This design comes from an exercise in tuning for small area and a short achievable clock period on the open sky130 flow, not from production work.
Where RTL was checked, it was by simulation tests only, not by an equivalence proof against the original.
The RTL of run 1 was laid out without a check of its function.

==> flow/design.v, too long to show whole: its modules and the start of the top module <==
// module strand_codec: 1193 lines
module strand_codec (
    input  wire         clk,
    input  wire         rst,
    input  wire         enc_in_valid,
    input  wire [255:0] enc_in_data,
    output reg          enc_out_valid,
    output reg  [31:0]  enc_out_check,
    input  wire         dec_in_valid,
    input  wire [287:0] dec_in_lanes,
    input  wire         dec_in_policy,      
    input  wire         dec_in_erasure,     
    input  wire [5:0]   dec_in_dead_lane,   
    output reg          dec_out_valid,
    output reg  [2:0]   dec_out_kind,
    output reg  [255:0] dec_out_data,
    output reg  [31:0]  dec_out_syn,
    output reg  [5:0]   dec_out_lane,
    output reg  [7:0]   dec_out_value
);
  // ...
==> flow/flow/run.sh <==
#!/bin/bash
# The standard layout (the standard.sh, ORFS), with three changes to how
# it is made: plain buf_1 port buffers instead of the delay cells buffer_ports
# picks by default; repair_timing aiming for setup slack of SETUP_SLACK_MARGIN
# ns beyond the (unchanged) clock period instead of 0; and repair allowed to
# resize cells to other footprints. ORFS writes each step's log under
# orfs/logs; make's output goes to standard.log.
bash standard.sh "BUFFER_PORTS_ARGS=-buffer_cell sky130_fd_sc_hd__buf_1" \
    SETUP_SLACK_MARGIN=30 MATCH_CELL_FOOTPRINT=0 finish > standard.log 2>&1
==> flow/standard.sh <==
#!/bin/bash
# synth_recipe.tcl (not shown) runs the flow's synth.tcl, then flattens the netlist and writes it again
# the make line also repeats each setting of config.mk as NAME=value (left out here)
make -C /OpenROAD-flow-scripts/flow DESIGN_CONFIG=/design/flow/config.mk WORK_HOME=/design/flow/orfs CLKGATE_MAP_FILE= SYNTH_SCRIPT=/design/flow/synth_recipe.tcl "${@:-finish}"
==> flow/config.mk <==
export PLATFORM = sky130hd
export DESIGN_NAME = strand_codec
export DESIGN_NICKNAME = strand_codec
export VERILOG_FILES = /design/flow/design.v
export SDC_FILE = /design/flow/constraint.sdc
export NUM_CORES = 4
export LEC_CHECK = 0
export CAP_MARGIN = 20
export CORE_MARGIN = 2
export CORE_UTILIZATION = 40
export PLACE_DENSITY = 0.6
export SLEW_MARGIN = 20
==> flow/constraint.sdc <==
create_clock -name core_clock -period 40.0 [get_ports {clk}]
set_input_delay 8.0000 -clock core_clock [delete_from_list [all_inputs] [get_ports {clk}]]
set_output_delay 8.0000 -clock core_clock [all_outputs]
set_load 0.01 [all_outputs]
==> impl_metrics.csv, run 1 <==
group,metric,value,unit
outcome,outcome,"finished clean",
logic_synthesis,synth_cell_types,116,
cells_and_area,final_cell_mix,"xnor2_1 (3,315), buf_1 (887), dfxtp_1 (728)",
setup_path,worst_path_max_delay_cell,"xnor2_1",
clock_network,cts-buffers-inserted,84,
detailed_routing,dr.first_iter.drc_count,9450,
sta,tightest_slew,1.23,ns
logic_synthesis,synth-seq-cells,733,
detailed_routing,ant_nets,0,
clock_network,htreeDepth,3,
logic_synthesis,synth_most_common_cell,"xnor2_1",
logic_synthesis,synthAdderAreaFrac,1.56,%
cells_and_area,multi_input_area,52900,um2
placement,post_dp_cell_area,75200,um2
clock_network,cts_hold_buffers,0,
cells_and_area,top_regs,"dec_out_data: 256 flops, w1: 256 flops",
logic_synthesis,synth-simple-area-share,8.23,%
cells_and_area,instances_no_fill,10800,
global_route,grt_pass1_vias,58900,
cells_and_area,drive_gt1_share,7.07,%
cells_and_area,post-route-util,45.9,%
cells_and_area,stdcell_area,79000,um2
detailed_routing,drc,0,
global_route,gr-max-usage-layer,"met2",
setup_path,r2r-end,"dec_out_data[127]$_DFF_P_",
cells_and_area,nClkBuffers,106,
global_route,antenna_found_initial,44,
min_path,hold_class,"reg -> reg",
setup_path,reg2reg_from,"syn1_a[10]$_DFF_P_",
clock_network,insertion_delay,0.75,ns
detailed_routing,dr_wl_met2,153000,um
setup_path,reg2reg_depth,28,
global_route,use_met1,52.5,%
==> run 2, diff against run 1 <==
--- a/flow/design.v
+++ b/flow/design.v
@@ -1165,25 +1165,23 @@
     integer k;
     always @(*) begin
         p_lane = 6'd0;
         for (k = 0; k < 36; k = k + 1)
             if (p_hot[k]) p_lane = p_lane | lane_of_pos(k);
     end
     wire [5:0] lane  = corr ? p_lane : fillk ? dl1 : NO_LANE;
     wire [7:0] value = corr ? e : fillk ? s0 : 8'h00;
-    wire [7:0] e_c = corr ? e : 8'h00;
-    wire [7:0] f_c = fill ? f : 8'h00;
     wire [255:0] data;
     genvar gl;
     generate
         for (gl = 0; gl < 32; gl = gl + 1) begin : g_byte
             assign data[8*gl +: 8] = w1[8*gl +: 8] ^
-                                     ((p_hot[gl + 4] ? e_c : 8'h00) |
-                                      (q_hot[gl + 4] ? f_c : 8'h00));
+                                     (((corr && p_hot[gl + 4]) ? e : 8'h00) |
+                                      ((fill && q_hot[gl + 4]) ? f : 8'h00));
         end
     endgenerate
     always @(posedge clk) begin
         if (rst) dec_out_valid <= 1'b0;
         else     dec_out_valid <= v1;
         dec_out_kind  <= kind;
         dec_out_data  <= data;
         dec_out_syn   <= syn1;
==> flow/flow/run.sh (replaced) <==
#!/bin/bash
# The standard layout (the standard.sh, ORFS), with two changes to how it
# is made: plain buf_1 port buffers instead of the delay cells buffer_ports
# picks by default, and repair_timing aiming for setup slack of
# SETUP_SLACK_MARGIN ns beyond the (unchanged) clock period instead of 0.
# ORFS writes each step's log under orfs/logs; make's output goes to
# standard.log.
bash standard.sh "BUFFER_PORTS_ARGS=-buffer_cell sky130_fd_sc_hd__buf_1" \
    SETUP_SLACK_MARGIN=30.6 finish > standard.log 2>&1
==> impl_metrics.csv, run 2 <==
group,metric,value,unit
outcome,outcome,"finished clean",
floorplan,core_area,176000,um2
sta,tightest_slew,1.20,ns
global_route,grt_max_degree,85,
clock_network,htreeDepth,3,
cells_and_area,area_growth_syn_to_layout,19.1,%
logic_synthesis,seq_area_frac_synth,20.7,%
floorplan,die_h,425,um
logic_synthesis,netlist_top_cells_area,"xnor2_1 (40%), dfxtp_1 (21%), xor2_1 (9.0%), xnor3_1 (4.0%), nand2_1 (2.7%)",
placement,dp_hpwl,312000,um
detailed_routing,ant_nets,0,
setup_path,reg2reg_depth,28,
floorplan,io_pins,895,
logic_synthesis,synth_ff_type,"dfxtp_1",
logic_synthesis,avgSynthCellArea,8.72,um2
setup_path,critical_path_peak_fanout,5,
clock_network,insertion_delay,0.75,ns
placement,io_buffers,894,
clock_network,cts_sinks,733,
floorplan,die-area,181000,um2
detailed_routing,dr.pass1.iters,6,
detailed_routing,drc,0,
global_route,grt.total_usage,41.4,%
clock_network,clock_path_buffers,3,
logic_synthesis,yosys_warnings,1,
logic_synthesis,syn_area,71000,um2
setup_path,cp-start-kind,"primary input",
setup_path,worst_ep_arrival_time,10.12,ns
detailed_routing,vias,66400,
sta,finalSetupTns,0,ns
min_path,hold_class,"reg -> reg",
logic_synthesis,synth_cell_types,95,
floorplan,num_rows,154,
setup_path,critPathCaptureType,"register",
flow_run,maxCapViolCount,0,
sta,timing.final.crit_share,23.8,%
sta,final_hold_viol_count,0,
logic_synthesis,synth_cells,8143,
setup_path,reg2reg_from,"syn1_a[0]$_DFF_P_",
sta,slew_headroom,19.9,%
logic_synthesis,synth_most_common_cell,"xnor2_1",
min_path,hold_path_end,"dec_out_data[57]$_DFF_P_",
sta,fin_worst_skew,0.0729,ns
logic_synthesis,synth_top_area_share,40.5,%
floorplan,start_util,40.3,%
clock_network,clock-root-buffer,"clkbuf_16",
logic_synthesis,syn_nets,8783,
detailed_routing,drt_wl_total,390000,um
logic_synthesis,synth_common_cells,"xnor2_1 (3,283), dfxtp_1 (733), xor2_1 (731), nand2_1 (503), clkbuf_1 (481)",
sta,drv_slew,0,
logic_synthesis,synth-seq-cells,733,
global_route,grt_overflow,0,
clock_network,cts-buffers-inserted,85,
global_route,grt_pass1_vias,62400,
setup_path,worstSetupPathType,"in -> reg",
placement,globalplace.congestion,1.09,
global_route,grt_pass1_wl,521000,um
clock_network,cts_tree,"built",
sta,fin_crit,9.52,ns
cells_and_area,fillers,17200,
logic_synthesis,synth_top_area_cell,"xnor2_1",
detailed_routing,dr.first_iter.drc_count,10200,
floorplan,die_w,425,um
logic_synthesis,postSynth.asyncResetShare,0,%
detailed_routing,wl_per_cell,34.7,um
clock_network,clk_pin_slew,0.06,ns
setup_path,r2r-end,"dec_out_data[109]$_DFF_P_",
detailed_routing,via_per_inst,5.90,
min_path,min-delay-start,"w1[57]$_DFF_P_",
cells_and_area,nNetsFinal,9414,
setup_path,reg2reg_setup_slack,30.74,ns
logic_synthesis,synth_edf_count,0,
sta,grt_setup_unrepaired,"true",
cells_and_area,drive_gt1_share,14.4,%
global_route,antenna_found_initial,90,
sta,setup_viol,0,
cells_and_area,top_regs,"dec_out_data: 256 flops, w1: 256 flops",
sta,fmax,0.105,GHz
cells_and_area,final_cell_mix,"xnor2_1 (2,928), xor2_1 (683), dfxtp_1 (666)",
cells_and_area,post-route-util,48.0,%
cells_and_area,final_common_cell,"xnor2_1",
min_path,whs_path_depth,1,
setup_path,cp_data_required_time,40.59,ns
run 2: cell type report:
| class | instances | area, um2 | area share [%] |
|---|---|---|---|
| sequential | 733 | 14800 | 17.5 |
| multi-input combinational | 6717 | 57600 | 68.1 |
| clock inverter | 38 | 534 | 0.632 |
| antenna | 60 | 150 | 0.178 |
| clock buffer | 115 | 2400 | 2.84 |
| inverter | 95 | 370 | 0.438 |
| tap | 2340 | 2930 | 3.46 |
| timing repair buffer | 1142 | 5850 | 6.92 |
run 2: timing repair:
action,CTS,global route
hold buffers,0,0
resized for setup,373,230
setup buffers,14,28
cloned,0,1
setup endpoints to repair,420,326
pin swaps,11,21
run 2: cells by family after synthesis:
logic type,share of synthesized area [%]
flops,20.7
simple gates,9.44
fa+ha+maj,1.52
xor+xnor,54.8
buf+inv,3.84
compound gates,9.01
mux,0.685
run 2: critical path, stage by stage:
cell and delay [ns]:
clkdlybuf4s15_2 0.49, xor2_2 0.33, xnor2_1 0.14, xnor2_1 0.48, xnor2_1 0.16, xnor2_1 0.16, xnor2_1 0.33
run 2: metal layers:
layer  up-vias  GRT usage [%]  wire length (um)
met5         -              0               194
met4        32           29.2             33000
met3      1235           10.3             45200
met2      5022           61.2            165000
met1     32200           52.4            147000
li1      27900              -                 -
run 2: worst max path at each step:
stage / endpoint / start / slack, ns / cells after the start
after floorplan: syn1_b[27]$_DFF_P_ / dec_in_lanes[125] / 30.39 / 8
after global placement: dec_out_data[21]$_DFF_P_ / aq1[6]$_SDFF_PP0_ / 29.11 / 29
after detailed placement: dec_out_data[21]$_DFF_P_ / aq1[6]$_SDFF_PP0_ / 29.14 / 29
after CTS: dec_out_data[21]$_DFF_P_ / aq1[7]$_SDFF_PP0_ / 30.59 / 31
after global routing: syn1_b[27]$_DFF_P_ / dec_in_lanes[205] / 30.56 / 9
final: syn1_a[3]$_DFF_P_ / dec_in_lanes[107] / 30.48 / 7
run 2: per-stage QoR:
step / setup slack, ns / area, um2 / hold WS, ns / std cells
after global routing: 30.56 / 84500 / 0.424 / 11200
after detailed placement: 29.14 / 79000 / 0.415 / 11000
final: 30.48 / 84600 / 0.415 / 11200
after floorplan: 30.39 / 74500 / 0.326 / 8143
after global placement: 29.11 / 79000 / 0.412 / 11000
after CTS: 30.59 / 83300 / 0.411 / 11200
==> run 3, diff against run 2 <==
--- a/flow/flow/run.sh
+++ b/flow/flow/run.sh
@@ -6,4 +6,4 @@
 # ORFS writes each step's log under orfs/logs; make's output goes to
 # standard.log.
 bash standard.sh "BUFFER_PORTS_ARGS=-buffer_cell sky130_fd_sc_hd__buf_1" \
-    SETUP_SLACK_MARGIN=30.6 finish > standard.log 2>&1
+    SETUP_SLACK_MARGIN=30 finish > standard.log 2>&1
==> impl_metrics.csv, run 3 <==
group,metric,value,unit
setup_path,reg2reg_from,"aq1[7]$_SDFF_PP0_",
sta,fin_crit,10.08,ns
sta,timing.final.crit_share,25.2,%
setup_path,worst_ep_arrival_time,10.69,ns
cells_and_area,area_growth_syn_to_layout,13.0,%
floorplan,num_rows,154,
logic_synthesis,synth_ff_type,"dfxtp_1",
detailed_routing,dr.pass1.iters,6,
setup_path,worstSetupPathType,"in -> reg",
setup_path,crit_top_cell,"xnor2_1",
sta,slew_headroom,12.8,%
logic_synthesis,synth_cell_types,95,
setup_path,path_cells,"buf_1 -> xnor2_1 -> xnor2_1 -> xnor2_1 -> xnor2_1 -> xnor2_1 -> xnor2_1 -> xor2_1",
clock_network,clock_path_buffers,3,
global_route,grt_pass1_wl,513000,um
placement,dp.cells,11000,
detailed_routing,wl_per_cell,34.3,um
global_route,grt.total_usage,40.7,%
cells_and_area,final_common_cell,"xnor2_1",
sta,fin_worst_skew,0.0764,ns
clock_network,cts_sinks,733,
global_route,grt_pass1_vias,61600,
cells_and_area,nNetsFinal,9380,
floorplan,die-area,181000,um2
floorplan,io_pins,895,
placement,preCtsSetupSlack,28.82,ns
detailed_routing,vias,65500,
cells_and_area,top_regs,"dec_out_data: 256 flops, w1: 256 flops",
logic_synthesis,synth_common_cells,"xnor2_1 (3,283), dfxtp_1 (733), xor2_1 (731), nand2_1 (503), clkbuf_1 (481)",
detailed_routing,drt_wl_total,385000,um
sta,drv_slew,0,
flow_run,maxCapViolCount,0,
sta,final_hold_viol_count,0,
sta,fmax,0.0992,GHz
floorplan,die_h,425,um
floorplan,start_util,40.3,%
clock_network,cts_tree,"built",
placement,dp_hpwl,307000,um
sta,tightest_slew,1.30,ns
setup_path,cp.depth,8,
detailed_routing,ant_nets,0,
setup_path,cp_slowest_stage_delay,0.76,ns
clock_network,cts-buffers-inserted,80,
sta,finalSetupTns,0,ns
placement,post_dp_cell_area,76900,um2
setup_path,reg2reg_depth,28,
floorplan,die_w,425,um
setup_path,r2r-end,"dec_out_data[242]$_DFF_P_",
logic_synthesis,syn_nets,8783,
logic_synthesis,synth_edf_count,0,
cells_and_area,drive_gt1_share,5.97,%
detailed_routing,drc,0,
setup_path,endpoint,"syn1_a[18]$_DFF_P_",
setup_path,cp-start-kind,"primary input",
global_route,antenna_found_initial,85,
logic_synthesis,synth_top_area_share,40.5,%
floorplan,core_area,176000,um2
logic_synthesis,synth-seq-cells,733,
cells_and_area,stdcell_area,80300,um2
cells_and_area,instances_no_fill,11200,
logic_synthesis,yosys_warnings,1,
setup_path,critPathTopFamily,"XOR/XNOR gates",
setup_path,reg2reg_setup_slack,30.08,ns
setup_path,critical_path_peak_fanout,6,
placement,globalplace.congestion,1.11,
logic_synthesis,synth_most_common_cell,"xnor2_1",
setup_path,worst_path_max_delay_cell,"xnor2_1",
detailed_routing,dr.first_iter.drc_count,9937,
clock_network,clock-root-buffer,"clkbuf_16",
logic_synthesis,syn_area,71000,um2
sta,grt_setup_unrepaired,"true",
sta,fin_ws,29.92,ns
global_route,grt_overflow,0,
clock_network,clk_pin_slew,0.06,ns
sta,setup_viol,0,
cells_and_area,fillers,17500,
clock_network,htreeDepth,3,
logic_synthesis,seq_area_frac_synth,20.7,%
cells_and_area,final_cell_mix,"xnor2_1 (3,262), buf_1 (893), dfxtp_1 (725)",
logic_synthesis,avgSynthCellArea,8.72,um2
detailed_routing,via_per_inst,5.85,
setup_path,setup.worst_path.start,"dec_in_lanes[0]",
min_path,hold_class,"reg -> reg",
global_route,grt_max_degree,85,
placement,io_buffers,894,
logic_synthesis,synth_cells,8143,
setup_path,cp_data_required_time,40.61,ns
logic_synthesis,postSynth.asyncResetShare,0,%
clock_network,cts_hold_buffers,0,
logic_synthesis,synth_top_area_cell,"xnor2_1",
logic_synthesis,netlist_top_cells_area,"xnor2_1 (40%), dfxtp_1 (21%), xor2_1 (9.0%), xnor3_1 (4.0%), nand2_1 (2.7%)",
setup_path,critPathCaptureType,"register",
clock_network,insertion_delay,0.74,ns
setup_path,critPathBufInv,1,
outcome,outcome,"finished clean",
-- run 3: changes by cell type in the layout (fill, tap and decap cells not counted), sizes merged --
cell           delta
buf             +110
clkbuf          -122
clkdlybuf4s15    -26
clkinv            -2
clkinvlp          +7
diode             -5
o21ai             +1
xnor3             -1
-- run 3: area by class of cell --
type	instances	area [um2]	area share, %
multi-input cells	6717	54300	67.6
flip-flops and latches	733	14700	18.3
repair buffers	1112	5020	6.25
well taps	2340	2930	3.65
clock buffers	107	2280	2.84
clock inverters	42	591	0.736
inverters	95	364	0.454
diodes	55	138	0.171
repair inverters	1	5.00	0.00623
-- run 3: how the worst min path moves through the flow --
| stage | startpoint | to | depth (start not counted) |
|---|---|---|---|
| 2_1_floorplan | syn1_a[6]$_DFF_P_ | dec_out_syn[6]$_DFF_P_ | 0 |
| 3_3_place_gp | w1[40]$_DFF_P_ | dec_out_data[40]$_DFF_P_ | 1 |
| 3_5_place_dp | w1[152]$_DFF_P_ | dec_out_data[152]$_DFF_P_ | 1 |
| 4_1_cts | w1[52]$_DFF_P_ | dec_out_data[52]$_DFF_P_ | 1 |
| 5_1_grt | w1[169]$_DFF_P_ | dec_out_data[169]$_DFF_P_ | 1 |
| 6_report | w1[52]$_DFF_P_ | dec_out_data[52]$_DFF_P_ | 1 |
-- run 3: worst register-to-register path, delay by kind of cell (launching register included) --
family	cells	cell delay (ns)
AO/OA/AOI/OAI	3	1.27
XOR/XNOR	14	4.82
adder cells (fa/ha/maj)	3	1.21
buffers and inverters	6	2.01
flip-flops	1	0.30
multiplexers	1	0.12
AND/OR/NAND/NOR	1	0.10
-- run 3: cells by family (layout without fill, tap and decap cells) --
| kind of cell | after synthesis | count (layout) | synth area share (%) |
|---|---|---|---|
| xor gates and xnor gates | 4184 | 4184 | 54.8 |
| and+or+nand+nor | 1470 | 1470 | 9.44 |
| adders and majority gates | 84 | 84 | 1.52 |
| AOI/OAI and AO/OA | 934 | 935 | 9.01 |
| other | 0 | 55 | 0 |
| muxes | 44 | 44 | 0.685 |
| buffers and inverters | 694 | 1357 | 3.84 |
| DFF | 733 | 733 | 20.7 |
-- run 3: repair_timing --
item / 4_1_cts / 5_1_grt
gates cloned: 1 / 1
buffers inserted: 6 / 2
endpoints found under the setup margin: 246 / 222
pin swaps: 2 / 4
gates resized for setup: 29 / 30
-- run 3: through the flow --
| step | utilization [%] | hold WS (ns) |
|---|---|---|
| 4_1_cts | 45.3 | 0.420 |
| 5_1_grt | 45.5 | 0.428 |
| 3_5_place_dp | 43.6 | 0.415 |
| 6_report | 45.5 | 0.406 |
| 2_1_floorplan | - | 0.326 |
| 3_3_place_gp | 43.6 | 0.413 |
-- run 3: per-layer routing --
layer	global-route usage [%]	vias to the layer above	share of wire, %	routed length (um)
li1	-	27700	-	-
met3	10.6	1134	12	45100
met2	60.2	4951	42	162000
met1	51.8	31700	38	146000
met5	0	-	0.022	84
met4	27.4	14	8.0	30700
==> run 4, diff against run 3 <==
--- a/flow/config.mk
+++ b/flow/config.mk
@@ -8,5 +8,7 @@
 export CAP_MARGIN = 20
 export CORE_MARGIN = 2
 export CORE_UTILIZATION = 40
+export CTS_CLUSTER_DIAMETER = 100
+export CTS_CLUSTER_SIZE = 30
 export PLACE_DENSITY = 0.6
 export SLEW_MARGIN = 20
==> impl_metrics.csv, run 4 <==
group,metric,value,unit
sta,finalSetupTns,0,ns
detailed_routing,via_per_inst,5.87,
clock_network,clk_pin_slew,0.12,ns
clock_network,clock-root-buffer,"clkbuf_16",
placement,globalplace.congestion,1.11,
floorplan,num_rows,154,
sta,fin_ws,29.91,ns
sta,grt_setup_unrepaired,"true",
global_route,grt_pass1_wl,511000,um
setup_path,path_cells,"buf_1 -> xnor2_1 -> xnor2_1 -> xnor2_1 -> xnor2_1 -> xnor2_1 -> xnor2_1 -> xor2_1",
cells_and_area,top_regs,"dec_out_data: 256 flops, w1: 256 flops",
sta,drv_slew,0,
global_route,grt_max_degree,85,
sta,fin_worst_skew,0.0689,ns
logic_synthesis,synth-seq-cells,733,
global_route,grt.total_usage,40.4,%
cells_and_area,final_common_cell,"xnor2_1",
cells_and_area,final_cell_mix,"xnor2_1 (3,261), buf_1 (892), dfxtp_1 (725)",
detailed_routing,dr.pass1.iters,7,
logic_synthesis,synth_cells,8143,
sta,fin_crit,10.09,ns
setup_path,critPathTopFamily,"XOR/XNOR gates",
logic_synthesis,synth_cell_types,95,
setup_path,setup.worst_path.start,"dec_in_lanes[125]",
placement,io_buffers,894,
clock_network,cts_sinks,733,
setup_path,cp-start-kind,"primary input",
setup_path,cp_data_required_time,40.57,ns
global_route,grt_pass1_vias,61000,
min_path,min-delay-start,"w1[53]$_DFF_P_",
setup_path,reg2reg_depth,22,
setup_path,worst_ep_arrival_time,10.66,ns
setup_path,worst_path_max_delay_cell,"buf_1",
logic_synthesis,synth_edf_count,0,
flow_run,maxCapViolCount,0,
cells_and_area,instances_no_fill,11100,
min_path,hold_class,"reg -> reg",
sta,slew_headroom,15.0,%
min_path,whs_path_depth,1,
cells_and_area,nNetsFinal,9337,
sta,tightest_slew,1.27,ns
logic_synthesis,synth_top_area_cell,"xnor2_1",
global_route,antenna_found_initial,73,
detailed_routing,ant_nets,0,
floorplan,die-area,181000,um2
clock_network,insertion_delay,0.70,ns
setup_path,worstSetupPathType,"in -> reg",
setup_path,crit_top_cell,"xnor2_1",
global_route,grt_overflow,0,
placement,preCtsSetupSlack,28.82,ns
detailed_routing,wl_per_cell,34.5,um
sta,setup_viol,0,
detailed_routing,drt_wl_total,383000,um
logic_synthesis,yosys_warnings,1,
placement,dp_hpwl,307000,um
logic_synthesis,avgSynthCellArea,8.72,um2
floorplan,start_util,40.3,%
detailed_routing,vias,65200,
logic_synthesis,postSynth.asyncResetShare,0,%
setup_path,cp_slowest_stage_delay,0.64,ns
logic_synthesis,synth_top_area_share,40.5,%
sta,timing.final.crit_share,25.2,%
logic_synthesis,synth_ff_type,"dfxtp_1",
floorplan,die_h,425,um
placement,dp.cells,11000,
setup_path,critPathCaptureType,"register",
outcome,outcome,"finished clean",
logic_synthesis,syn_area,71000,um2
logic_synthesis,seq_area_frac_synth,20.7,%
floorplan,core_area,176000,um2
floorplan,die_w,425,um
logic_synthesis,netlist_top_cells_area,"xnor2_1 (40%), dfxtp_1 (21%), xor2_1 (9.0%), xnor3_1 (4.0%), nand2_1 (2.7%)",
sta,fmax,0.0991,GHz
detailed_routing,dr.first_iter.drc_count,9794,
floorplan,io_pins,895,
clock_network,htreeDepth,2,
logic_synthesis,syn_nets,8783,
cells_and_area,area_growth_syn_to_layout,10.8,%
clock_network,clock_path_buffers,3,
setup_path,reg2reg_from,"syn1_a[4]$_DFF_P_",
sta,final_hold_viol_count,0,
setup_path,critical_path_peak_fanout,5,
logic_synthesis,synth_most_common_cell,"xnor2_1",
clock_network,cts_tree,"built",
logic_synthesis,synth_common_cells,"xnor2_1 (3,283), dfxtp_1 (733), xor2_1 (731), nand2_1 (503), clkbuf_1 (481)",
cells_and_area,drive_gt1_share,5.15,%
detailed_routing,drc,0,
clock_network,cts-buffers-inserted,38,
clock_network,cts_hold_buffers,0,
setup_path,cp.depth,8,
setup_path,critPathBufInv,1,
run 4: cell counts after synthesis:
No cell type changed its count.
run 4: cell type report:
| cell class | count | area [um2] |
|---|---|---|
| diodes | 47 | 118 |
| clock buffers | 39 | 976 |
| clock inverters | 23 | 339 |
| fillers | 17600 | 97600 |
| inverters | 95 | 367 |
| multi-input cells | 6717 | 54300 |
| flip-flops and latches | 733 | 14700 |
| well taps | 2340 | 2930 |
| repair buffers | 1111 | 5000 |
| repair inverters | 1 | 5.00 |
run 4: timing repair:
action,in CTS,in global routing
endpoints found under the setup margin,246,220
setup buffers,4,4
gates cloned,1,1
pin swaps,2,4
gates resized for setup,26,37
run 4: worst paths after layout:
kind                               end  slack (ns)
max                 syn1_a[30]$_DFF_P_       29.91
min           dec_out_data[53]$_DFF_P_        0.40
min reg2reg   dec_out_data[53]$_DFF_P_        0.40
max reg2reg  dec_out_data[194]$_DFF_P_       30.03
run 4: logic make-up (layout without fill, tap and decap cells):
| group | Yosys count | count (layout) | share of synthesized area, % |
|---|---|---|---|
| XOR/XNOR | 4184 | 4184 | 54.8 |
| adder cells (fa/ha/maj) | 84 | 84 | 1.52 |
| AND/OR/NAND/NOR | 1470 | 1470 | 9.44 |
| AO/OA/AOI/OAI | 934 | 935 | 9.01 |
| flip-flops | 733 | 733 | 20.7 |
| buffers and inverters | 694 | 1269 | 3.84 |
| multiplexers | 44 | 44 | 0.685 |
| other | 0 | 47 | 0 |
run 4: per-stage QoR:
stage          hold slack [ns]  utilization, %  instance area, um2
2_1_floorplan            0.326               -               71000
3_3_place_gp             0.413            43.6               76800
3_5_place_dp             0.415            43.6               76900
4_1_cts                  0.416            44.4               78300
5_1_grt                  0.427            44.6               78700
6_report                 0.395            44.6               78700
run 4: routing by layer:
metal  GRT usage [%]  part of all wire [%]  vias up
li1                -                     -    27600
met4            26.5                   7.9       14
met3            9.76                    12     1025
met2            60.2                    42     4957
met1            51.9                    38    31600
met5               0                 0.022        -
run 4: worst reg2reg max path: cells and delay by family (launching register included):
family | cells | cell delay [ns]
AND/OR/NAND/NOR | 7 | 3.03
buffers and inverters | 5 | 2.31
AO/OA/AOI/OAI | 2 | 0.75
adder cells (fa/ha/maj) | 1 | 0.47
flip-flops | 1 | 0.34
XOR/XNOR | 7 | 3.00
==> run 5, diff against run 4 <==
--- a/flow/config.mk
+++ b/flow/config.mk
@@ -7,8 +7,6 @@
 export LEC_CHECK = 0
 export CAP_MARGIN = 20
 export CORE_MARGIN = 2
-export CORE_UTILIZATION = 40
-export CTS_CLUSTER_DIAMETER = 100
-export CTS_CLUSTER_SIZE = 30
-export PLACE_DENSITY = 0.6
+export CORE_UTILIZATION = 48
+export PLACE_DENSITY = 0.65
 export SLEW_MARGIN = 20
==> impl_metrics.csv, run 5 <==
group,metric,value,unit
outcome,outcome,"finished clean",
logic_synthesis,synth_top_area_cell,"xnor2_1",
sta,timing.final.crit_share,25.5,%
cells_and_area,nNetsFinal,9361,
logic_synthesis,syn_nets,8783,
sta,tightest_slew,1.32,ns
setup_path,worst_ep_arrival_time,10.77,ns
setup_path,cp-start-kind,"primary input",
logic_synthesis,avgSynthCellArea,8.72,um2
clock_network,htreeDepth,3,
flow_run,maxCapViolCount,0,
floorplan,io_pins,895,
cells_and_area,area_growth_syn_to_layout,12.4,%
min_path,hold_class,"reg -> reg",
logic_synthesis,syn_area,71000,um2
sta,finalSetupTns,0,ns
logic_synthesis,synth_edf_count,0,
floorplan,die_w,389,um
clock_network,cts_tree,"built",
floorplan,die_h,389,um
logic_synthesis,synth_most_common_cell,"xnor2_1",
clock_network,insertion_delay,0.74,ns
min_path,min-delay-start,"w1[226]$_DFF_P_",
setup_path,critical_path_peak_fanout,5,
sta,fmax,0.0979,GHz
floorplan,die-area,151000,um2
logic_synthesis,postSynth.asyncResetShare,0,%
detailed_routing,dr.first_iter.drc_count,10500,
logic_synthesis,synth_ff_type,"dfxtp_1",
floorplan,core_area,147000,um2
setup_path,reg2reg_depth,27,
logic_synthesis,seq_area_frac_synth,20.7,%
floorplan,num_rows,141,
sta,timing.hold.ws,0.405,ns
setup_path,r2r-end,"dec_out_data[21]$_DFF_P_",
logic_synthesis,yosys_warnings,1,
clock_network,clock_path_buffers,3,
detailed_routing,ant_nets,0,
detailed_routing,drt_wl_total,388000,um
clock_network,clock-root-buffer,"clkbuf_16",
cells_and_area,top_regs,"dec_out_data: 256 flops, w1: 256 flops",
min_path,whs_path_depth,1,
setup_path,cp_data_required_time,40.55,ns
logic_synthesis,synth-seq-cells,733,
detailed_routing,drc,0,
logic_synthesis,synth_top_area_share,40.5,%
sta,slew_headroom,12.2,%
setup_path,reg2reg_setup_slack,30.10,ns
setup_path,worstSetupPathType,"in -> reg",
logic_synthesis,synth_cell_types,95,
clock_network,cts-buffers-inserted,85,
global_route,grt_overflow,0,
sta,grt_setup_unrepaired,"true",
logic_synthesis,synth_common_cells,"xnor2_1 (3,283), dfxtp_1 (733), xor2_1 (731), nand2_1 (503), clkbuf_1 (481)",
placement,globalplace.congestion,1.15,
cells_and_area,post-route-util,54.2,%
sta,fin_crit,10.22,ns
sta,drv_slew,0,
sta,fin_worst_skew,0.0787,ns
logic_synthesis,synth_cells,8143,
min_path,hold_path_end,"dec_out_data[226]$_DFF_P_",
sta,setup_viol,0,
sta,final_hold_viol_count,0,
detailed_routing,via_per_inst,6.21,
placement,dp_hpwl,311000,um
placement,io_buffers,894,
detailed_routing,wl_per_cell,36.1,um
detailed_routing,vias,66700,
clock_network,cts_sinks,733,
logic_synthesis,netlist_top_cells_area,"xnor2_1 (40%), dfxtp_1 (21%), xor2_1 (9.0%), xnor3_1 (4.0%), nand2_1 (2.7%)",
global_route,grt_pass1_wl,518000,um
global_route,antenna_found_initial,62,
global_route,grt_pass1_vias,62300,
clock_network,clk_pin_slew,0.07,ns
setup_path,critPathCaptureType,"register",
clock_network,cts_hold_buffers,0,
global_route,grt.total_usage,49.2,%
cells_and_area,drive_gt1_share,6.01,%
cells_and_area,final_common_cell,"xnor2_1",
setup_path,reg2reg_from,"syn1_a[5]$_DFF_P_",
detailed_routing,dr.pass1.iters,7,
cells_and_area,final_cell_mix,"xnor2_1 (3,244), buf_1 (884), dfxtp_1 (725)",
global_route,grt_max_degree,81,
floorplan,start_util,48.2,%
run 5: cell counts after synthesis:
No cell type changed its count.
run 5: metrics by stage:
stage / worst slack, ns / cells / area (um2)
3_3_place_gp: 29.14 / 10600 / 76300
6_report: 29.78 / 10800 / 79800
3_5_place_dp: 29.00 / 10600 / 76300
4_1_cts: 29.96 / 10700 / 79400
2_1_floorplan: 30.17 / 8143 / 71000
5_1_grt: 29.95 / 10700 / 79800
run 5: critical path, stage by stage:
cell and delay (ns):
buf_1 0.54, xor2_1 0.63, xor2_1 0.18, xnor2_1 0.19, xnor2_1 0.32, xnor2_1 0.19
xnor2_1 0.70
run 5: worst max-delay path by stage:
stage / start / slack (ns) / end
floorplan: dec_in_lanes[130] / 30.17 / syn1_b[27]$_DFF_P_
global placement: aq1[6]$_SDFF_PP0_ / 29.14 / dec_out_data[141]$_DFF_P_
detailed placement: aq1[6]$_SDFF_PP0_ / 29.00 / dec_out_data[165]$_DFF_P_
CTS: aq1[6]$_SDFF_PP0_ / 29.96 / dec_out_data[141]$_DFF_P_
global route: aq1[7]$_SDFF_PP0_ / 29.95 / dec_out_data[21]$_DFF_P_
finish: dec_in_lanes[246] / 29.78 / syn1_a[6]$_DFF_P_
run 5: timing repair:
action                                  in CTS  in global routing
pin swaps                                    0                  3
gates cloned                                 0                  1
buffers inserted                             0                  5
endpoints found under the setup margin     253                273
gates resized for setup                     17                 48
run 5: cell families after synthesis:
logic type      share of synthesized area, %
xor+xnor                                54.8
flops                                   20.7
simple gates                            9.44
mux                                    0.685
compound gates                          9.01
buf+inv                                 3.84
fa+ha+maj                               1.52
run 5: layer usage:
metal  part of all wire, %  GRT usage (%)
met1                    38           62.4
met2                    41           71.2
met3                    13           16.1
met4                   8.1           31.6
met5                 0.097          0.766
run 5: cell type report:
type                            count  area, um2
Fill cell                       13800      67500
Multi-Input combinational cell   6717      54300
Sequential cell                   733      14700
Timing Repair Buffer             1089       4870
Clock buffer                      114       2460
Tap cell                         1930       2410
Clock inverter                     39        608
Inverter                           95        367
Antenna cell                       33       82.6
==> run 6, diff against run 5 <==
--- a/flow/config.mk
+++ b/flow/config.mk
@@ -7,6 +7,8 @@
 export LEC_CHECK = 0
 export CAP_MARGIN = 20
 export CORE_MARGIN = 2
-export CORE_UTILIZATION = 48
-export PLACE_DENSITY = 0.65
+export CORE_UTILIZATION = 40
+export CTS_CLUSTER_DIAMETER = 80
+export CTS_CLUSTER_SIZE = 20
+export PLACE_DENSITY = 0.6
 export SLEW_MARGIN = 20
==> impl_metrics.csv, run 6 <==
group,metric,value,unit
setup_path,cp_data_required_time,40.51,ns
sta,finalSetupTns,0,ns
clock_network,cts_tree,"built",
cells_and_area,final_common_cell,"xnor2_1",
detailed_routing,dr.pass1.iters,9,
setup_path,cp-start-kind,"primary input",
detailed_routing,drc,0,
sta,fin_ws,29.92,ns
logic_synthesis,synth_most_common_cell,"xnor2_1",
logic_synthesis,synth-seq-cells,733,
floorplan,die_h,425,um
placement,preCtsSetupSlack,28.82,ns
detailed_routing,met1Wirelength,146000,um
floorplan,core_area,176000,um2
sta,setup_viol,0,
sta,final_hold_viol_count,0,
outcome,outcome,"finished clean",
sta,drv_slew,0,
cells_and_area,instances_no_fill,11100,
floorplan,io_pins,895,
placement,globalplace.congestion,1.11,
placement,post_dp_cell_area,76900,um2
logic_synthesis,syn_nets,8783,
clock_network,insertion_delay,0.72,ns
logic_synthesis,synth_cells,8143,
setup_path,critPathTopFamily,"XOR/XNOR gates",
logic_synthesis,netlist_top_cells_area,"xnor2_1 (40%), dfxtp_1 (21%), xor2_1 (9.0%), xnor3_1 (4.0%), nand2_1 (2.7%)",
setup_path,crit_top_cell,"xnor2_1",
setup_path,worst_ep_arrival_time,10.59,ns
cells_and_area,drive_gt1_share,5.34,%
logic_synthesis,postSynth.asyncResetShare,0,%
detailed_routing,via_per_inst,5.86,
logic_synthesis,synth_top_area_cell,"xnor2_1",
placement,io_buffers,894,
floorplan,start_util,40.3,%
clock_network,cts_hold_buffers,0,
sta,slew_headroom,13.5,%
global_route,grt_pass1_wl,511000,um
global_route,grt_overflow,0,
cells_and_area,seq_area,14700,um2
sta,grt_setup_unrepaired,"true",
global_route,grt_max_degree,85,
setup_path,path_cells,"buf_1 -> xor2_1 -> xnor2_1 -> xnor2_1 -> xnor2_1 -> xnor2_1 -> xnor2_1",
detailed_routing,met3_length,44700,um
setup_path,setup.worst_path.start,"dec_in_lanes[256]",
sta,fin_crit,10.08,ns
clock_network,clk_pin_slew,0.09,ns
min_path,min-delay-start,"w1[0]$_DFF_P_",
cells_and_area,final_cell_mix,"xnor2_1 (3,261), buf_1 (893), dfxtp_1 (725)",
floorplan,die_w,425,um
logic_synthesis,synth_top_area_share,40.5,%
placement,dp.cells,11000,
logic_synthesis,yosys_warnings,1,
clock_network,clock-root-buffer,"clkbuf_16",
detailed_routing,dr.first_iter.drc_count,9711,
detailed_routing,ant_nets,0,
global_route,grt_pass1_vias,61100,
logic_synthesis,seq_area_frac_synth,20.7,%
cells_and_area,fillers,17600,
setup_path,worst_path_max_delay_cell,"xnor2_1",
floorplan,num_rows,154,
cells_and_area,multi_input_area,54300,um2
setup_path,critPathBufInv,1,
global_route,grt.total_usage,40.5,%
setup_path,critPathCaptureType,"register",
setup_path,critical_path_peak_fanout,3,
clock_network,cts-buffers-inserted,51,
setup_path,worstSetupPathType,"in -> reg",
min_path,hold_class,"reg -> reg",
sta,timing.final.crit_share,25.2,%
clock_network,cts_sinks,733,
detailed_routing,drt_wl_total,383000,um
detailed_routing,wl_per_cell,34.4,um
logic_synthesis,synth_ff_type,"dfxtp_1",
global_route,antenna_found_initial,79,
logic_synthesis,syn_area,71000,um2
detailed_routing,top_layer,"met5",
sta,tightest_slew,1.29,ns
cells_and_area,top_regs,"dec_out_data: 256 flops, w1: 256 flops",
flow_run,maxCapViolCount,0,
setup_path,reg2reg_from,"syn1_a[4]$_DFF_P_",
logic_synthesis,synth_common_cells,"xnor2_1 (3,283), dfxtp_1 (733), xor2_1 (731), nand2_1 (503), clkbuf_1 (481)",
sta,fmax,0.0992,GHz
detailed_routing,dr_wl_met2,162000,um
cells_and_area,nNetsFinal,9353,
floorplan,die-area,181000,um2
clock_network,htreeDepth,2,
logic_synthesis,synth_edf_count,0,
logic_synthesis,avgSynthCellArea,8.72,um2
sta,fin_worst_skew,0.0704,ns
placement,dp_hpwl,307000,um
logic_synthesis,synth_cell_types,95,
detailed_routing,vias,65200,
clock_network,clock_path_buffers,3,
cells_and_area,stdcell_area,79100,um2
setup_path,cp_slowest_stage_delay,0.72,ns
cells_and_area,area_growth_syn_to_layout,11.3,%
run 6: cell types whose count changed in the layout (fill, tap and decap cells not counted), sizes merged:
cell / delta
clkinvlp: +1
buf: +33
diode: +17
clkinv: -10
clkbuf: -63
clkdlybuf4s15: -1
bufinv: -8
run 6: per-stage QoR:
| stage | hold WS, ns | utilization [%] |
|---|---|---|
| floorplan | 0.326 | - |
| global placement | 0.413 | 43.6 |
| detailed placement | 0.415 | 43.6 |
| CTS | 0.410 | 44.6 |
| global route | 0.425 | 44.8 |
| finish | 0.414 | 44.9 |
run 6: final cells by class:
cell class	instances	area share [%]
multi-input cells	6717	68.6
flip-flops and latches	733	18.6
repair buffers	1114	6.36
well taps	2340	3.70
clock buffers	58	1.72
inverters	95	0.464
clock inverters	21	0.378
diodes	50	0.158
repair inverters	1	0.00633
run 6: path summary, 6_finish.rpt:
check | end | slack (ns) | cells after the start
worst min-delay path | dec_out_data[0]$_DFF_P_ | 0.41 | 1
worst max-delay path | syn1_a[0]$_DFF_P_ | 29.92 | 7
worst max register to register | dec_out_data[99]$_DFF_P_ | 30.16 | 23
worst min register to register | dec_out_data[0]$_DFF_P_ | 0.41 | 1
run 6: metal layers:
layer,up-vias,global-route usage [%]
met5,-,0
met4,14,26.6
met3,1044,10.3
met2,4916,60.2
met1,31500,51.6
li1,27700,-
run 6: kinds of logic (layout without fill, tap and decap cells):
kind of cell / Yosys count / in the layout / share of synthesized area, %
other cells: 0 / 50 / 0
fa+ha+maj: 84 / 84 / 1.52
mux: 44 / 44 / 0.685
compound gates: 934 / 935 / 9.01
simple gates: 1470 / 1470 / 9.44
xor+xnor: 4184 / 4184 / 54.8
flops: 733 / 733 / 20.7
buf+inv: 694 / 1289 / 3.84
run 6: timing repair:
action / CTS / global route
gates resized for setup: 30 / 32
pin swaps: 2 / 3
setup buffers: 5 / 6
cloned: 1 / 1
endpoints found under the setup margin: 249 / 157
==> run 7, diff against run 6 <==
==> flow/flow/run.sh (replaced) <==
#!/bin/bash
# The standard layout (the standard.sh, ORFS), with two changes to how it
# is made: plain buf_1 port buffers instead of the delay cells buffer_ports
# picks by default, and repair_timing aiming for setup slack of
# SETUP_SLACK_MARGIN ns beyond the (unchanged) clock period instead of 0; and repair allowed to resize cells to other footprints.
# ORFS writes each step's log under orfs/logs; make's output goes to
# standard.log.
bash standard.sh "BUFFER_PORTS_ARGS=-buffer_cell sky130_fd_sc_hd__buf_1" \
    SETUP_SLACK_MARGIN=30 MATCH_CELL_FOOTPRINT=0 finish > standard.log 2>&1
==> impl_metrics.csv, run 7 <==
group,metric,value,unit
outcome,outcome,"finished clean",
global_route,grt_max_degree,85,
sta,timing.hold.ws,0.414,ns
cells_and_area,top_regs,"dec_out_data: 256 flops, w1: 256 flops",
min_path,hold_class,"reg -> reg",
clock_network,cts_tree,"built",
setup_path,cp-start-kind,"primary input",
cells_and_area,seq_area,14700,um2
floorplan,core_area,176000,um2
setup_path,critical_path_peak_fanout,3,
cells_and_area,nNetsFinal,9353,
sta,fin_worst_skew,0.0704,ns
min_path,hold_path_end,"dec_out_data[0]$_DFF_P_",
logic_synthesis,synth_cells,8143,
global_route,antenna_found_initial,79,
detailed_routing,vias,65200,
logic_synthesis,avgSynthCellArea,8.72,um2
floorplan,num_rows,154,
clock_network,clk_pin_slew,0.09,ns
placement,globalplace.congestion,1.11,
logic_synthesis,synth_top_area_share,40.5,%
placement,io_buffers,894,
placement,dp_hpwl,307000,um
clock_network,htreeDepth,2,
setup_path,worstSetupPathType,"in -> reg",
detailed_routing,ant_nets,0,
logic_synthesis,synth_most_common_cell,"xnor2_1",
setup_path,reg2reg_setup_slack,30.16,ns
floorplan,io_pins,895,
floorplan,die_h,425,um
logic_synthesis,syn_nets,8783,
logic_synthesis,seq_area_frac_synth,20.7,%
sta,slew_headroom,13.5,%
min_path,min-delay-start,"w1[0]$_DFF_P_",
sta,fin_crit,10.08,ns
placement,preCtsSetupSlack,28.82,ns
cells_and_area,final_cell_mix,"xnor2_1 (3,261), buf_1 (893), dfxtp_1 (725)",
logic_synthesis,syn_area,71000,um2
sta,grt_setup_unrepaired,"true",
cells_and_area,final_common_cell,"xnor2_1",
clock_network,insertion_delay,0.72,ns
global_route,grt.total_usage,40.5,%
sta,drv_slew,0,
cells_and_area,area_growth_syn_to_layout,11.3,%
detailed_routing,dr.pass1.iters,9,
global_route,grt_overflow,0,
sta,fmax,0.0992,GHz
cells_and_area,fillers,17600,
detailed_routing,drt_wl_total,383000,um
sta,fin_ws,29.92,ns
logic_synthesis,synth_top_area_cell,"xnor2_1",
logic_synthesis,synth_ff_type,"dfxtp_1",
floorplan,die_w,425,um
min_path,whs_path_depth,1,
setup_path,setup.worst_path.start,"dec_in_lanes[256]",
clock_network,cts-buffers-inserted,51,
logic_synthesis,synth-seq-cells,733,
detailed_routing,drc,0,
logic_synthesis,synth_edf_count,0,
setup_path,cp_slowest_stage_delay,0.72,ns
global_route,grt_pass1_wl,511000,um
sta,setup_viol,0,
flow_run,maxCapViolCount,0,
floorplan,start_util,40.3,%
setup_path,critPathCaptureType,"register",
global_route,grt_pass1_vias,61100,
setup_path,reg2reg_from,"syn1_a[4]$_DFF_P_",
setup_path,worst_ep_arrival_time,10.59,ns
setup_path,cp_data_required_time,40.51,ns
detailed_routing,via_per_inst,5.86,
logic_synthesis,synth_cell_types,95,
floorplan,die-area,181000,um2
cells_and_area,multi_input_area,54300,um2
setup_path,path_cells,"buf_1 -> xor2_1 -> xnor2_1 -> xnor2_1 -> xnor2_1 -> xnor2_1 -> xnor2_1",
clock_network,cts_hold_buffers,0,
sta,finalSetupTns,0,ns
clock_network,clock_path_buffers,3,
cells_and_area,drive_gt1_share,5.34,%
detailed_routing,wl_per_cell,34.4,um
setup_path,r2r-end,"dec_out_data[99]$_DFF_P_",
clock_network,clock-root-buffer,"clkbuf_16",
setup_path,reg2reg_depth,23,
logic_synthesis,postSynth.asyncResetShare,0,%
detailed_routing,dr.first_iter.drc_count,9711,
clock_network,cts_sinks,733,
logic_synthesis,yosys_warnings,1,
cells_and_area,instances_no_fill,11100,
setup_path,worst_path_max_delay_cell,"xnor2_1",
logic_synthesis,synth_common_cells,"xnor2_1 (3,283), dfxtp_1 (733), xor2_1 (731), nand2_1 (503), clkbuf_1 (481)",
sta,tightest_slew,1.29,ns
placement,dp.cells,11000,
sta,timing.final.crit_share,25.2,%
logic_synthesis,netlist_top_cells_area,"xnor2_1 (40%), dfxtp_1 (21%), xor2_1 (9.0%), xnor3_1 (4.0%), nand2_1 (2.7%)",
setup_path,crit_top_cell,"xnor2_1",
sta,final_hold_viol_count,0,
==> run 7: cell counts in the layout (fill, tap and decap cells not counted) <==
Identical to the previous run, type by type.
==> run 7: routing by layer <==
metal	global-route usage, %	wire (um)	vias up
met5	0	92	-
met4	26.6	30100	14
met3	10.3	44700	1044
met2	60.2	162000	4916
met1	51.6	146000	31500
li1	-	-	27700
==> run 7: worst max-delay path by stage <==
stage,to,slack (ns),depth (start not counted)
floorplan,syn1_b[27]$_DFF_P_,30.17,8
global placement,dec_out_data[229]$_DFF_P_,28.91,28
detailed placement,dec_out_data[229]$_DFF_P_,28.82,28
CTS,dec_out_data[45]$_DFF_P_,30.03,27
global route,dec_out_data[109]$_DFF_P_,29.99,29
finish,syn1_a[0]$_DFF_P_,29.92,7
==> run 7: metrics by stage <==
stage                     util, %  instance area [um2]
after CTS                    44.6                78700
after global routing         44.8                79100
after detailed placement     43.6                76900
after global placement       43.6                76800
final                        44.9                79100
after floorplan                 -                71000
==> run 7: critical path, delay by kind of cell <==
family | cells | cell delay (ns)
XOR/XNOR | 6 | 1.95
buffers and inverters | 1 | 0.64
==> run 7: final cells by class <==
type	count	share of cell area (%)
Timing Repair inverter	1	0.00633
Inverter	95	0.464
Clock inverter	21	0.378
Clock buffer	58	1.72
Multi-Input combinational cell	6717	68.6
Tap cell	2340	3.70
Antenna cell	50	0.158
Timing Repair Buffer	1114	6.36
Sequential cell	733	18.6
==> run 7: cells by family after synthesis <==
logic type,share of synthesized area (%)
adders and majority gates,1.52
AOI/OAI and AO/OA,9.01
buffers and inverters,3.84
and+or+nand+nor,9.44
DFF,20.7
muxes,0.685
xor gates and xnor gates,54.8
==> run 7: timing repair <==
action                                  4_1_cts  5_1_grt
endpoints found under the setup margin      249      157
pin swaps                                     2        3
buffers inserted                              5        6
cloned                                        1        1
resized for setup                            30       32

==> separate check: timing with driven ports <==
The flow's constraints put no driver on any port. The routed layouts listed below were extracted and timed again, unchanged, in two steps.
Step 1, drivers: a clkbuf_16 drives clk and a buf_2 each remaining input, both assumed.
Step 2 adds t to the input delays and takes it off the output delays; t is the mean of the earliest and latest rising clock arrival at the registers after step 1. Input paths then give back, and output paths get back, about the clock's delay inside the block.
a / b / c = no drivers / after step 1 / after step 2; a / b = the first two.
run	shift t [ns]	setup WS [ns]	slew at the worst register clock pin (ns)	worst data-port slew with drivers (ns)
run 1	0.808	29.791 / 29.830 / 29.021	0.07 / 0.07	0.14
run 2	0.806	30.475 / 30.489 / 29.698	0.08 / 0.08	0.24
run 3	0.782	29.920 / 29.955 / 29.173	0.08 / 0.08	0.23
run 4	0.746	29.911 / 29.909 / 29.164	0.12 / 0.12	0.24
run 5	0.787	29.780 / 29.846 / 29.059	0.08 / 0.08	0.16
run 6	0.772	29.916 / 29.957 / 29.184	0.10 / 0.10	0.22
run 7	0.772	29.916 / 29.957 / 29.184	0.10 / 0.10	0.22
After both steps setup and hold are still met in every run listed. For run 2, which loses most, drivers alone change the setup slack by +0.014 ns; drivers and shift together by -0.777 ns.
